This is an optimization exercise on Yosys and OpenROAD, whose aim is small area and a short achievable clock period, not a production implementation. In this exercise RTL edits were held to simulation tests only and were not proved equivalent to the original. No activity file was given, so power comes from the tool's default toggle rates.

==> flow/design.v <==
module acc_convert (
    input             clk,
    input             rst,
    input             in_valid,
    input      [1:0]  op,
    input             sat,
    input      [5:0]  sh,
    input      [71:0] acc_in,
    input      [31:0] d_in,
    output reg        out_valid,
    output     [31:0] d_out,
    output     [71:0] acc_out,
    output            flag_v,
    output            flag_av
);
    integer i, l;
    genvar  g;
    wire neg = acc_in[71];
    wire [5:0]   sh_m33 = sh - 6'd33;
    wire [71:0]  sent   = sh[5] & (sh != 6'd32) ? (72'd1 << sh_m33) : 72'd0;
    wire [127:0] lz_in  = {56'd0, (acc_in ^ {72{neg}}) | sent};
    wire [63:0] v1;  wire [63:0]  p1;
    wire [31:0] v2;  wire [63:0]  p2;
    wire [15:0] v3;  wire [47:0]  p3;
    wire [7:0]  v4;  wire [31:0]  p4;
    wire [3:0]  v5;  wire [19:0]  p5;
    wire [1:0]  v6;  wire [11:0]  p6;
    wire [6:0]  p;
    generate
        for (g = 0; g < 64; g = g + 1) begin : l1
            assign v1[g] = lz_in[2*g+1] | lz_in[2*g];
            assign p1[g] = lz_in[2*g+1];
        end
        for (g = 0; g < 32; g = g + 1) begin : l2
            assign v2[g] = v1[2*g+1] | v1[2*g];
            assign p2[2*g+1:2*g] = v1[2*g+1] ? {1'b1, p1[2*g+1]} : {1'b0, p1[2*g]};
        end
        for (g = 0; g < 16; g = g + 1) begin : l3
            assign v3[g] = v2[2*g+1] | v2[2*g];
            assign p3[3*g+2:3*g] = v2[2*g+1] ? {1'b1, p2[4*g+3:4*g+2]} : {1'b0, p2[4*g+1:4*g]};
        end
        for (g = 0; g < 8; g = g + 1) begin : l4
            assign v4[g] = v3[2*g+1] | v3[2*g];
            assign p4[4*g+3:4*g] = v3[2*g+1] ? {1'b1, p3[6*g+5:6*g+3]} : {1'b0, p3[6*g+2:6*g]};
        end
        for (g = 0; g < 4; g = g + 1) begin : l5
            assign v5[g] = v4[2*g+1] | v4[2*g];
            assign p5[5*g+4:5*g] = v4[2*g+1] ? {1'b1, p4[8*g+7:8*g+4]} : {1'b0, p4[8*g+3:8*g]};
        end
        for (g = 0; g < 2; g = g + 1) begin : l6
            assign v6[g] = v5[2*g+1] | v5[2*g];
            assign p6[6*g+5:6*g] = v5[2*g+1] ? {1'b1, p5[10*g+9:10*g+5]} : {1'b0, p5[10*g+4:10*g]};
        end
    endgenerate
    assign p = v6[1] ? {1'b1, p6[11:6]} : {1'b0, p6[5:0]};
    wire [6:0]  amt = op[0] ? p : ({1'b0, sh} + 7'd22);
    wire [94:0] x0 = {acc_in, 23'd0};
    wire [95:0] x6 = amt[6] ? {{65{neg}}, x0[94:64]} : {neg, x0};
    wire [63:0] x5 = amt[5] ? x6[95:32] : x6[63:0];
    wire [47:0] x4 = amt[4] ? x5[63:16] : x5[47:0];
    wire [39:0] x3 = amt[3] ? x4[47:8]  : x4[39:0];
    wire [35:0] x2 = amt[2] ? x3[39:4]  : x3[35:0];
    wire [33:0] x1 = amt[1] ? x2[35:2]  : x2[33:0];
    wire [32:0] R  = amt[0] ? x1[33:1]  : x1[32:0];
    wire        st = (amt[6] & (|x0[63:0])) | (amt[5] & (|x6[31:0])) |
                     (amt[4] & (|x5[15:0])) | (amt[3] & (|x4[7:0]))  |
                     (amt[2] & (|x3[3:0]))  | (amt[1] & (|x2[1:0]))  |
                     (amt[0] & x1[0]);
    wire        rnd_d = R[0] & (~neg | st);
    wire        ex_d  = ~R[0] & ~st;
    wire [23:0] mant  = d_in[23:0];
    wire        mneg  = d_in[23];
    wire [7:0]  S     = {{2{d_in[29]}}, d_in[29:24]} + {2'b00, sh};
    wire [7:0]  S2    = S + 8'd2;                  
    wire [6:0]  k     = S2[7] ? 7'd0 : S2[6:0];
    reg  [23:0] therm;                             
    always @*
        for (i = 0; i < 24; i = i + 1)
            therm[i] = ($signed(S) <= 21 - i);
    wire        c     = (S[7] | (S[6:0] < 7'd23)) & (~mneg | (|(mant & therm)));
    wire [25:0] ga    = {{2{mneg}}, mant | therm};
    reg  [25:0] pa;                                
    always @* begin
        pa = {ga[24:0], 1'b1};
        for (l = 0; l < 5; l = l + 1)
            for (i = 0; i < 26; i = i + 1)
                if (((i >> l) & 1) == 1)
                    pa[i] = pa[i] & pa[((i >> l) << l) - 1];
    end
    wire [25:0] gc    = pa & {26{c}};
    wire [25:0] G     = ga ^ gc;
    wire [22:0] mx    = mant[22:0] ^ {23{mneg}};
    reg  [22:0] suf;                               
    always @* begin
        suf[22] = mx[22];
        for (i = 21; i >= 0; i = i - 1)
            suf[i] = suf[i+1] | mx[i];
    end
    wire [4:0]  r      = 5'd30 - S[4:0];
    wire        up_ovf = ($signed(S) >= 8'sd72) & suf[r];
    reg [50:0] X;
    reg        is_d, is_up;
    always @(posedge clk) begin
        if (rst)
            out_valid <= 1'b0;
        else
            out_valid <= in_valid;
        is_d  <= ~op[1];
        is_up <= op[1] & ~op[0];
        if (op[1])
            X <= {17'd0, up_ovf, k, G};
        else
            X <= {sat, op[0], neg, sh, p, ex_d, rnd_d, R};
    end
    wire [32:0] qR    = X[32:0];
    wire        rnd   = X[33];
    wire        exact = X[34];
    wire [6:0]  qp    = X[41:35];
    wire [5:0]  qs    = X[47:42];
    wire        qneg  = X[48];
    wire        qpk   = X[49];
    wire        qsat  = X[50];
    wire [7:0]  qD    = {1'b0, qp} - {2'b00, qs};
    wire [31:0] qW    = qR[32:1];
    reg  [31:0] wa;                                
    always @* begin
        wa = {qW[30:0], 1'b1};
        for (l = 0; l < 5; l = l + 1)
            for (i = 0; i < 32; i = i + 1)
                if (((i >> l) & 1) == 1)
                    wa[i] = wa[i] & wa[((i >> l) << l) - 1];
    end
    wire [31:0] rr    = qW ^ (wa & {32{rnd}});
    wire        dge32 = ~qD[7] & (qD[6] | qD[5]);
    wire        deq30 = (qD == 8'd30);
    wire        deq31 = (qD == 8'd31);
    wire        dge31 = dge32 | deq31;
    wire        ovf_pos = dge31 | (deq30 & (&qR[31:1]) & rnd);
    wire        ovf_neg = dge32 | (deq31 & ~(~qR[32] & (&qR[31:1]) & rnd));
    wire        mva_v   = qsat & (qneg ? ovf_neg : ovf_pos);
    wire [31:0] mva_d   = mva_v ? {qneg, {31{~qneg}}} : rr;
    wire [5:0]  e0       = qD[5:0] + 6'd1;
    wire [5:0]  e1       = qD[5:0] + 6'd2;
    wire        zc       = qneg & ~|qR[23:1] & exact;   
    wire        e31      = deq30;
    wire        pk_sat   = dge31 | (zc & e31);
    wire        pk_zero  = qneg ? (&qR[24:1] & rnd) : ~|qR[24:0];
    wire        pk_up    = ~qneg & rnd & (&qR[23:1]);  
    wire        inc_e    = zc | (pk_up & ~e31);
    wire [23:0] pk_m     = zc    ? 24'hC00000 :
                           pk_up ? {2'b01, {22{e31}}} : rr[23:0];
    wire [5:0]  pk_e     = inc_e ? e1 : e0;
    wire [31:0] pk_d     = pk_zero ? 32'd0 :
                           pk_sat  ? (qneg ? 32'h1F800001 : 32'h1F7FFFFF) :
                                     {2'b00, pk_e, pk_m};
    wire        pk_v     = pk_sat | (pk_up & e31);
    assign d_out   = ~is_d ? 32'd0 : qpk ? pk_d : mva_d;
    assign flag_v  = is_d & (qpk ? pk_v : mva_v);
    wire [25:0]  qG  = X[25:0] & {26{is_up}};
    wire [6:0]   qk  = X[32:26];
    wire         qav = X[33] & is_up;
    wire         qn  = qG[25];
    wire [127:0] P   = {{102{qn}}, qG} << qk;
    wire [71:0]  up_r = P[96:25];
    assign flag_av = qav;
    assign acc_out = qav ? {qn, {71{~qn}}} : up_r;
endmodule
clock: 25.0 ns
lec_check: 0
abc_area: 1
cap_margin: 20
core_margin: 2
core_utilization: 35
slew_margin: 20
standard.sh (not shown) runs the stock make flow with config.mk's settings and CLKGATE_MAP_FILE= SYNTH_SCRIPT=/design/flow/synth_recipe.tcl, a recipe that flattens the netlist after the stock synthesis.
==> flow/flow/run.sh <==
#!/bin/bash
# Standard synthesis, then:
#  1. the combinational logic of the standard netlist is mapped again by ABC
#     with an area-oriented script (flow/remap.abc); the flip-flops are kept
#     as they are, with their names and cell types;
#  2. the standard layout steps, with the port buffers a plain buffer cell
#     (flow/bufcell.txt) instead of the delay cell buffer_ports picks by
#     default, timing repair working to a setup slack margin
#     (flow/margin.txt), and max slew / capacitance repaired once more after
#     global route's timing repair (flow/grt_post.tcl).
# Each tool's full output goes to a log file in this folder.
set -euo pipefail
MARGIN=$(cat flow/margin.txt)
BUFCELL=$(cat flow/bufcell.txt)
HERE=$(pwd)

bash standard.sh synth > synth.log 2>&1

R=$HERE/orfs/results/$FLOW_PLATFORM/acc_convert/base
L=$HERE/orfs/logs/$FLOW_PLATFORM/acc_convert/base
LIB=$FLOW_HOME/platforms/$FLOW_PLATFORM/lib/sky130_fd_sc_hd__tt_025C_1v80.lib
DONT=$(grep -o -- "-dont_use [A-Za-z0-9_]*" $L/1_2_yosys.log | sort -u | tr '\n' ' ')
cp $R/1_2_yosys.v $R/1_2_yosys_standard.v
KEEP=""
for c in $(grep -o "sky130_fd_sc_hd__\(df\|dl\|sdf\|edf\)[a-z0-9_]*" $R/1_2_yosys_standard.v | sort -u); do
  KEEP="$KEEP
setattr -mod -set keep_hierarchy 1 $c"
done
cat > remap.ys <<EOT
read_liberty -ignore_miss_func $LIB
read_verilog $R/1_2_yosys_standard.v
hierarchy -top $FLOW_TOP
$KEEP
flatten
opt_clean
abc -script $HERE/flow/remap.abc -liberty $LIB $DONT -D 4000
opt_clean -purge
hilomap -singleton -hicell sky130_fd_sc_hd__conb_1 HI -locell sky130_fd_sc_hd__conb_1 LO
insbuf -buf sky130_fd_sc_hd__buf_4 A X
select $FLOW_TOP
tee -o $HERE/remap_stat.txt stat -liberty $LIB
write_verilog -noattr -nohex -nodec -selected $R/1_2_yosys.v
EOT
YOSYS=$(command -v yosys || echo $FLOW_HOME/../tools/install/yosys/bin/yosys)
$YOSYS -s remap.ys > remap.log 2>&1
rm -f $R/1_synth.odb $R/1_synth.sdc

bash standard.sh SETUP_SLACK_MARGIN=$MARGIN "BUFFER_PORTS_ARGS=-buffer_cell $BUFCELL" \
  POST_GLOBAL_ROUTE_TCL=$HERE/flow/grt_post.tcl finish > layout.log 2>&1
Other scripts of this flow, unchanged in this note and not shown: flow/flow/bufcell.txt, flow/flow/grt_post.tcl, flow/flow/margin.txt, flow/flow/remap.abc
Rerun with:
--- a/flow/design.v
+++ b/flow/design.v
@@ -67,6 +67,4 @@
                      (amt[2] & (|x3[3:0]))  | (amt[1] & (|x2[1:0]))  |
                      (amt[0] & x1[0]);
-    wire        rnd_d = R[0] & (~neg | st);
-    wire        ex_d  = ~R[0] & ~st;
     wire [23:0] mant  = d_in[23:0];
     wire        mneg  = d_in[23];
@@ -99,6 +97,6 @@
     wire [4:0]  r      = 5'd30 - S[4:0];
     wire        up_ovf = ($signed(S) >= 8'sd72) & suf[r];
-    reg [50:0] X;
-    reg        is_d, is_up;
+    reg [49:0] X;
+    reg        is_d;
     always @(posedge clk) begin
         if (rst)
@@ -106,20 +104,20 @@
         else
             out_valid <= in_valid;
-        is_d  <= ~op[1];
-        is_up <= op[1] & ~op[0];
-        if (op[1])
-            X <= {17'd0, up_ovf, k, G};
-        else
-            X <= {sat, op[0], neg, sh, p, ex_d, rnd_d, R};
+        is_d <= ~op[1];
+        case (op)
+            2'd2:    X <= {16'd0, up_ovf, k, G};
+            2'd3:    X <= 50'd0;
+            default: X <= {sat, op[0], neg, sh, p, st, R};
+        endcase
     end
     wire [32:0] qR    = X[32:0];
-    wire        rnd   = X[33];
-    wire        exact = X[34];
-    wire [6:0]  qp    = X[41:35];
-    wire [5:0]  qs    = X[47:42];
-    wire        qneg  = X[48];
-    wire        qpk   = X[49];
-    wire        qsat  = X[50];
+    wire        qst   = X[33];
+    wire [6:0]  qp    = X[40:34];
+    wire [5:0]  qs    = X[46:41];
+    wire        qneg  = X[47];
+    wire        qpk   = X[48];
+    wire        qsat  = X[49];
     wire [7:0]  qD    = {1'b0, qp} - {2'b00, qs};
+    wire        rnd   = qR[0] & (~qneg | qst);
     wire [31:0] qW    = qR[32:1];
     reg  [31:0] wa;                                
@@ -142,9 +140,10 @@
     wire [5:0]  e0       = qD[5:0] + 6'd1;
     wire [5:0]  e1       = qD[5:0] + 6'd2;
+    wire        exact    = ~qR[0] & ~qst;
     wire        zc       = qneg & ~|qR[23:1] & exact;   
     wire        e31      = deq30;
     wire        pk_sat   = dge31 | (zc & e31);
-    wire        pk_zero  = qneg ? (&qR[24:1] & rnd) : ~|qR[24:0];
-    wire        pk_up    = ~qneg & rnd & (&qR[23:1]);  
+    wire        pk_zero  = qneg ? (&qR[24:1] & qR[0] & qst) : ~|qR[24:0];
+    wire        pk_up    = ~qneg & rr[23];            
     wire        inc_e    = zc | (pk_up & ~e31);
     wire [23:0] pk_m     = zc    ? 24'hC00000 :
@@ -157,7 +156,7 @@
     assign d_out   = ~is_d ? 32'd0 : qpk ? pk_d : mva_d;
     assign flag_v  = is_d & (qpk ? pk_v : mva_v);
-    wire [25:0]  qG  = X[25:0] & {26{is_up}};
+    wire [25:0]  qG  = X[25:0] & {26{~is_d}};
     wire [6:0]   qk  = X[32:26];
-    wire         qav = X[33] & is_up;
+    wire         qav = X[33] & ~is_d;
     wire         qn  = qG[25];
     wire [127:0] P   = {{102{qn}}, qG} << qk;
Global-route usage came out lower by 0.74 points.
Worst setup slack degrades by 54 ps.
Total power climbs by about 6%.
Maximum frequency drops by about 0.6%.
Clock power is lower by about 11%.

==> afterwards: timing with drivers on the ports <==
Ports are ideal in the flow. The routed layouts listed here were re-timed in OpenROAD. Step 1: set_driving_cell puts a clkbuf_16 on clk and a buf_2 on each other input, an assumption about the parent block. Step 2 adds t to the input delays and takes it off the output delays; t is the mean of the earliest and latest rising clock arrival at the registers after step 1. Input paths then give back, and output paths get back, about the clock's delay inside the block. Three values: no drivers, after step 1, after step 2; two values: the first two.
run | t, ns | slack for setup (ns) | hold WS [ns] | pins driven straight from the clock port
the first run | 0.335 | 16.075 / 16.079 / 15.744 | 4.841 / 4.826 / 5.160 | 1
the second run | 0.332 | 16.021 / 16.002 / 15.670 | 4.843 / 4.834 / 5.166 | 1
After both steps setup and hold are still met in every run listed. The setup slack of the second run, which loses most, moves by -0.019 ns with the drivers and by -0.351 ns with both steps.
